From an optimization exercise on the open Yosys and OpenROAD flow, aimed at small area; shortcuts taken in it are not production practice.
The RTL was checked by simulation tests, not by an equivalence proof against the original design.
No activity file was given, so power comes from the tool's default toggle rates.

$ cat flow/run.sh
#!/bin/bash
# synth_recipe.tcl (not shown) runs the flow's synth.tcl, then flattens the netlist and writes it again
# the make line also repeats each setting of config.mk as NAME=value (left out here)
make -C /OpenROAD-flow-scripts/flow DESIGN_CONFIG=/design/flow/config.mk WORK_HOME=/design/flow/orfs CLKGATE_MAP_FILE= SYNTH_SCRIPT=/design/flow/synth_recipe.tcl finish
$ cat flow/config.mk
export PLATFORM = sky130hd
export DESIGN_NAME = weft_rx_lane
export DESIGN_NICKNAME = weft_rx_lane
export VERILOG_FILES = /design/flow/design.v
export SDC_FILE = /design/flow/constraint.sdc
export NUM_CORES = 4
export LEC_CHECK = 0
export CAP_MARGIN = 20
export CORE_MARGIN = 2
export CORE_UTILIZATION = 40
export PLACE_DENSITY = 0.6
export SLEW_MARGIN = 20
$ cat flow/constraint.sdc
create_clock -name core_clock -period 12.0 [get_ports {clk}]
set_input_delay 2.4000 -clock core_clock [delete_from_list [all_inputs] [get_ports {clk}]]
set_output_delay 2.4000 -clock core_clock [all_outputs]
set_load 0.01 [all_outputs]
$ cat flow/design.v
module weft_rx_lane (
    input  wire        clk,
    input  wire        rst,
    input  wire        rx_valid,
    input  wire [65:0] rx_word,
    input  wire        align_start,
    output reg         out_valid,
    output reg         out_ctrl,
    output reg  [63:0] out_data,
    output wire [2:0]  lane_state,
    output wire        block_lock,
    output wire        frame_lock,
    output reg  [6:0]  slip_count,
    output reg  [7:0]  align_count,
    output reg  [31:0] align_fail_count,
    output reg  [31:0] code_errors,
    output reg  [23:0] frame_seq,
    output reg  [7:0]  lane_index,
    output reg  [7:0]  lane_role
);
    localparam [7:0] T_FRAMING = 8'h1E;
    localparam [7:0] T_STUFF   = 8'h2D;
    localparam [7:0] T_SOAK    = 8'h33;
    localparam [7:0] T_WAKE    = 8'h4B;
    localparam [7:0] T_LINE    = 8'h55;
    localparam [7:0] T_SEGMENT = 8'h66;
    localparam [2:0] S_OFF    = 3'd0;
    localparam [2:0] S_HUNT   = 3'd1;    
    localparam [2:0] S_FRAME1 = 3'd2;    
    localparam [2:0] S_FRAME2 = 3'd3;    
    localparam [2:0] S_UP     = 3'd4;
    localparam [2:0] S_FAULT  = 3'd5;
    reg [2:0]  state;
    reg [65:0] prev_word;
    reg [6:0]  slip;             
    reg [57:0] scr_hist;         
    reg [6:0]  valid_run;        
    reg [1:0]  attempt;          
    reg [9:0]  blk_ctr;          
    reg [23:0] exp_seq;          
    reg        frame_miss;       
    reg [63:0] inv_hist;         
    wire [131:0] window = {rx_word, prev_word};
    wire [65:0]  blk    = window >> slip;
    wire [1:0]  hdr      = {blk[0], blk[1]};
    wire        hdr_data = (hdr == 2'b01);
    wire        hdr_ctrl = (hdr == 2'b10);
    wire        hdr_ok   = hdr_data | hdr_ctrl;
    wire [63:0] scr      = blk[65:2];
    wire [121:0] scr_ext = {scr, scr_hist};
    reg  [63:0]  pay;
    integer i;
    always @(*) begin
        for (i = 0; i < 64; i = i + 1)
            pay[i] = scr_ext[58 + i] ^ scr_ext[19 + i] ^ scr_ext[i];
    end
    wire [7:0]  ctype     = pay[7:0];
    wire [7:0]  f_lane    = pay[15:8];
    wire [23:0] f_seq     = {pay[23:16], pay[31:24], pay[39:32]};
    wire [7:0]  f_role    = pay[47:40];
    wire is_framing = hdr_ctrl && (ctype == T_FRAMING);
    wire is_stuff   = hdr_ctrl && (ctype == T_STUFF);
    wire known_type = (ctype == T_FRAMING) || (ctype == T_STUFF) ||
                      (ctype == T_SOAK)    || (ctype == T_WAKE)  ||
                      (ctype == T_LINE)    || (ctype == T_SEGMENT);
    wire bad_type   = hdr_ctrl && !known_type;
    wire [63:0] inv_win   = {inv_hist[62:0], ~hdr_ok};
    wire [6:0]  inv_count = $countones(inv_win);
    wire blk_in  = rx_valid && !align_start;
    wire in_up   = (state == S_UP);
    wire checkpt = (blk_ctr == 10'd1023);
    wire seq_ok  = is_framing && (f_seq == exp_seq);
    assign lane_state = (state == S_OFF)   ? 3'd0 :
                        (state == S_UP)    ? 3'd2 :
                        (state == S_FAULT) ? 3'd5 : 3'd1;
    assign block_lock = in_up;
    assign frame_lock = in_up;
    always @(posedge clk) begin
        if (rst) begin
            prev_word <= 66'd0;
            scr_hist  <= 58'd0;
        end else if (rx_valid) begin
            prev_word <= rx_word;
            scr_hist  <= scr[63:6];
        end
    end
    always @(posedge clk) begin
        if (rst) begin
            state            <= S_OFF;
            slip             <= 7'd0;
            slip_count       <= 7'd0;
            valid_run        <= 7'd0;
            attempt          <= 2'd0;
            blk_ctr          <= 10'd0;
            exp_seq          <= 24'd0;
            frame_miss       <= 1'b0;
            inv_hist         <= 64'd0;
            align_count      <= 8'd0;
            align_fail_count <= 32'd0;
            code_errors      <= 32'd0;
            frame_seq        <= 24'd0;
            lane_index       <= 8'd0;
            lane_role        <= 8'd0;
        end else if (align_start) begin
            state       <= S_HUNT;
            slip_count  <= 7'd0;
            valid_run   <= 7'd0;
            attempt     <= 2'd0;
            align_count <= align_count + 8'd1;
        end else if (blk_in) begin
            case (state)
                S_HUNT: begin
                    if (hdr_ok) begin
                        if (valid_run == 7'd63) begin
                            state     <= S_FRAME1;
                            blk_ctr   <= 10'd0;
                            valid_run <= 7'd0;
                        end else begin
                            valid_run <= valid_run + 7'd1;
                        end
                    end else begin
                        valid_run <= 7'd0;
                        slip      <= (slip == 7'd65) ? 7'd0 : slip + 7'd1;
                        if (slip_count == 7'd65) begin
                            slip_count <= 7'd0;
                            if (attempt == 2'd2) begin
                                state            <= S_FAULT;
                                align_fail_count <= align_fail_count + 32'd1;
                            end else begin
                                attempt <= attempt + 2'd1;
                            end
                        end else begin
                            slip_count <= slip_count + 7'd1;
                        end
                    end
                end
                S_FRAME1: begin
                    if (is_framing) begin
                        state   <= S_FRAME2;
                        blk_ctr <= 10'd0;
                        exp_seq <= f_seq + 24'd1;
                    end else if (blk_ctr == 10'd1023) begin
                        state      <= (attempt == 2'd2) ? S_FAULT : S_HUNT;
                        attempt    <= attempt + 2'd1;
                        slip_count <= 7'd0;
                        if (attempt == 2'd2)
                            align_fail_count <= align_fail_count + 32'd1;
                    end else begin
                        blk_ctr <= blk_ctr + 10'd1;
                    end
                end
                S_FRAME2: begin
                    blk_ctr <= blk_ctr + 10'd1;
                    if (checkpt) begin
                        if (seq_ok) begin
                            state      <= S_UP;
                            exp_seq    <= f_seq + 24'd1;
                            frame_miss <= 1'b0;
                            inv_hist   <= 64'd0;
                            frame_seq  <= f_seq;
                            lane_index <= f_lane;
                            lane_role  <= f_role;
                        end else begin
                            state      <= (attempt == 2'd2) ? S_FAULT : S_HUNT;
                            attempt    <= attempt + 2'd1;
                            slip_count <= 7'd0;
                            if (attempt == 2'd2)
                                align_fail_count <= align_fail_count + 32'd1;
                        end
                    end
                end
                S_UP: begin
                    blk_ctr  <= blk_ctr + 10'd1;
                    inv_hist <= inv_win;
                    if (!hdr_ok || bad_type)
                        code_errors <= code_errors + 32'd1;
                    if (checkpt) begin
                        exp_seq <= exp_seq + 24'd1;
                        if (seq_ok) begin
                            frame_miss <= 1'b0;
                            frame_seq  <= f_seq;
                            lane_index <= f_lane;
                            lane_role  <= f_role;
                        end else begin
                            frame_miss <= 1'b1;
                        end
                    end
                    if (inv_count >= 7'd16 || (checkpt && !seq_ok && frame_miss)) begin
                        state       <= S_HUNT;
                        slip_count  <= 7'd0;
                        valid_run   <= 7'd0;
                        attempt     <= 2'd0;
                        align_count <= align_count + 8'd1;
                    end
                end
                default: ;
            endcase
        end
    end
    always @(posedge clk) begin
        if (rst) begin
            out_valid <= 1'b0;
            out_ctrl  <= 1'b0;
            out_data  <= 64'd0;
        end else begin
            out_valid <= blk_in && in_up && (hdr_data || (hdr_ctrl && known_type && !is_framing && !is_stuff));
            if (blk_in) begin
                out_ctrl <= hdr_ctrl;
                out_data <= pay;
            end
        end
    end
endmodule
==> summary.md <==
| Metric | Value |
|---|---|
| Cell Area, Synth | approximately 34000 µm² |
| Worst-path clk slew | around 60 ps |
| Static Leakage | roughly 14 nW |
| Ys async rst share | 0 |
| Io pins | 260 |
| RSZ-0062 raised after global routing | false |
| Crit Path Category | input pin to flip-flop |
| Hold Fails Final Rpt | 0 |
| Max_slew headroom | 0.0939 |
| Post-DP HPWL | 114000 µm |
| Via density | approximately 6.4 |
| Syn Area/Cell | ~8.5 µm² |
| Setup tns final | 0 ps |
| Most frequent cells in the layout | nor2_1 (523), dfxtp_1 (420), nand2_1 (360) |
| Initial antenna violation count | 4 |
| First drt pass iteration count | 6 |
| CP required | 12480 ps |
| Die H | between 200 and 300 µm |
| CTS max path bufs | 3 |
| Hold Crit Start | out_data[49] |
| Slew @ Worst Pin | 1350 ps |
| 1st-iter DRT viols | 4493 |
| Finished Layout Cells | 5157 |
| GRT Overall Usage | 0.341 |
| Post-synthesis cell count | approximately 4000 |
| Layout Area Growth over Synthesis | 15.7% |
| Multi-input gate area | between 20000 and 25000 µm² |
| Run status | finished clean |
| Die ar. | about 86000 µm² |
| Die X-Extent | 294 µm |
| Register Area | 8550 µm² |
| Startpoint types | input pin |
| Synth Flop Type | dfxtp_1 |
| Leading cell type in the layout, fill and taps excluded | nor2_1 |
| Port Buf Inserts | ~260 |
| # rows | ~110 |
| Max cap viols | 0 |
| Sequential-to-total area share from yosys stat | 0.254 |
| GRT overflow | 0 |
| Fmax | roughly 88 MHz |
| Slew Viols, Final | 0 |
| Via count | 33200 |
| Placer Congestion | roughly 1.1 |
| Synthesized Nets | around 4100 |
| Htree depth | 2 |
| HP Class | flip-flop to flip-flop |
| R2R Path End | align_count[4] |
| WL final | roughly 150000 µm |
| RR Startpoint | slip[1] |
| Synth cell types | roughly 110 |
| Worst skew pair latency | about 640 ps |
| Largest net degree at the start of global routing | 196 |
| Layout cells sized above 1 | 0.130 |
| Root buffer cell | clkbuf_16 |
| Worst Reg2Reg Path Length in Cells | 31 |
| Antenna-violating nets left | 0 |
| Worst Setup End Kind | flip-flop |
| Final net count | 4187 |
| Placed Cells | about 5000 |
| Vias in the first global route | just over 30000 |
| Post-CTS Repair Setup Buffers | 0 |
| Final setup violation count | 0 |
| Remaining DRCs | 0 |
| Hold EP | out_data[49] |
| CTS sink cnt | 426 |
| Post-synth EDFFs | 0 |
| Crit path largest cell delay | 730 ps |
| Tcrit/Tclk final | 0.948 |
| Yosys Warn Count | 1 |
| Post-cts repair resize count | 0 |
| Fillers | between 8000 and 9000 |
| Worst vdd ir | around 0.00011 V |
| First-pass GRT wire length | ~220000 µm |
| Initial Utilization | 0.402 |
| Worst path slowest cell | o41a_1 |
| Hold buffer count at cts | 0 |
| Core area | around 83000 µm² |
| CTS tree | yes |
| R2r setup slk | around 1500 ps |
| Most used cell, CP | fa_1 |
| Hold Path Stages | 2 |
| Num CTS Buffers | 52 |
| PD cells | approximately 110 nW/µm² |
| WL per Instance | approximately 30 µm |
| Clock Skew | roughly 18 ps |
| Worst Path Max Fanout | 8 |
| Fin crit period | 11370 ps |
| Critical path arrival | approximately 12000 ps |
| Synth Register Bits | roughly 430 |
## final cells by class
class,instances,share of cell area
Multi-Input combinational cell,3064,0.595
Sequential cell,426,0.220
Timing Repair Buffer,363,0.0889
Clock buffer,64,0.0370
Tap cell,1080,0.0348
Inverter,128,0.0125
Clock inverter,31,0.0121
Antenna cell,1,0.0000644
## Yosys cell counts (24+ instances only)
library cell,count,area [µm²]
buf_1,42,158
a21oi_1,208,1040
a22oi_1,33,248
dfxtp_1,426,8530
xor2_1,86,753
mux4_2,146,3290
and3_1,45,282
a211oi_1,104,781
or2_2,24,150
and2_1,26,163
ha_1,28,350
nand2_1,361,1360
mux2i_1,284,2840
mux2_2,98,1100
xnor2_1,130,1140
nor2_1,526,1970
o22ai_1,37,231
clkbuf_1,189,709
buf_2,43,215
nor3_1,93,465
o211ai_1,31,233
a31oi_1,35,219
inv_1,122,458
o21ai_0,120,601
nand3_1,130,651
nand4_1,25,156
fa_1,54,1080
## layer usage
| metal | track usage | vias to the layer above | share of wire |
|---|---|---|---|
| li1 | - | 14600 | - |
| met1 | 0.441 | 16200 | 0.40 |
| met2 | 0.503 | 2002 | 0.42 |
| met3 | 0.0982 | 525 | 0.11 |
| met4 | 0.205 | 4 | 0.072 |
| met5 | 0 | - | 0.00018 |
## registers in the layout, summed over array words and instances, names as in the netlist, 10 cells and up
register          cells
scr_hist             58
out_data             64
blk_ctr              10
align_fail_count     32
exp_seq              24
inv_hist             63
code_errors          32
frame_seq            24
prev_word            66
## worst max-delay path: cells and delay by family
family,cells,cell delay (ps)
AO/OA/AOI/OAI,4,1770
XOR/XNOR,1,170
adder cells (fa/ha/maj),11,4680
buffers and inverters,5,840
multiplexers,2,880
AND/OR/NAND/NOR,8,1100
## how the worst max path moves through the flow
stage                            from        endpoint  slack, ps
after floorplan           rx_word[13]   slip_count[3]       1850
after global placement    rx_word[22]  align_count[5]        320
after detailed placement  rx_word[22]  align_count[4]        250
after CTS                 rx_word[22]  align_count[4]        880
after global routing      rx_word[22]  align_count[7]        270
final                     rx_word[22]  align_count[4]        630
## where the power goes
part | leakage [nW] | internal, mW | switching (mW) | total, mW
combinational | 9.54 | 0.387 | 0.679 | 1.07
clock | 0.914 | 1.07 | 0.685 | 1.75
sequential | 3.47 | 1.46 | 0.0679 | 1.53
## cell families (layout without fill, tap and decap cells)
group	count (synthesis)	after routing	synth area share
compound gates	828	828	0.171
xor+xnor	222	222	0.0604
fa+ha+maj	82	82	0.0426
buf+inv	438	586	0.0596
flops	426	426	0.254
mux	539	539	0.220
other cells	0	1	0
simple gates	1393	1393	0.192
## stage by stage
step	hold slack (ps)	power [mW]	setup slack, ps	utilization	area [µm²]
after floorplan	432	2.15	1850	-	33600
after global placement	442	2.57	316	0.443	36900
after detailed placement	446	2.57	249	0.443	36900
after CTS	452	4.33	876	0.465	38800
after global routing	463	4.47	266	0.466	38800
final	449	4.35	630	0.466	38800

==> re-timing with driven ports <==
The flow's constraints put no driver on any port. The routed layout listed below was extracted and timed again, unchanged, in two steps. Step 1: set_driving_cell puts a clkbuf_16 on clk and a buf_2 on each other input, an assumption about the parent block. Step 2 moves the port delays by t, midway between the first and last clock arrival at a register: inputs arrive t later, outputs are due t later. That takes back most of the time a late clock gives input paths. a / b / c = ideal / step 1 / step 2; a / b = the first two.
t (ns): 0.708
setup slack, ns: 0.630 / 0.681 / -0.026
worst hold slack (ns): 0.449 / 0.449 / 0.449
Met with ideal ports but missed after step 2: setup timing in this run. For this run, drivers alone change the setup slack by +0.051 ns; drivers and shift together by -0.656 ns.
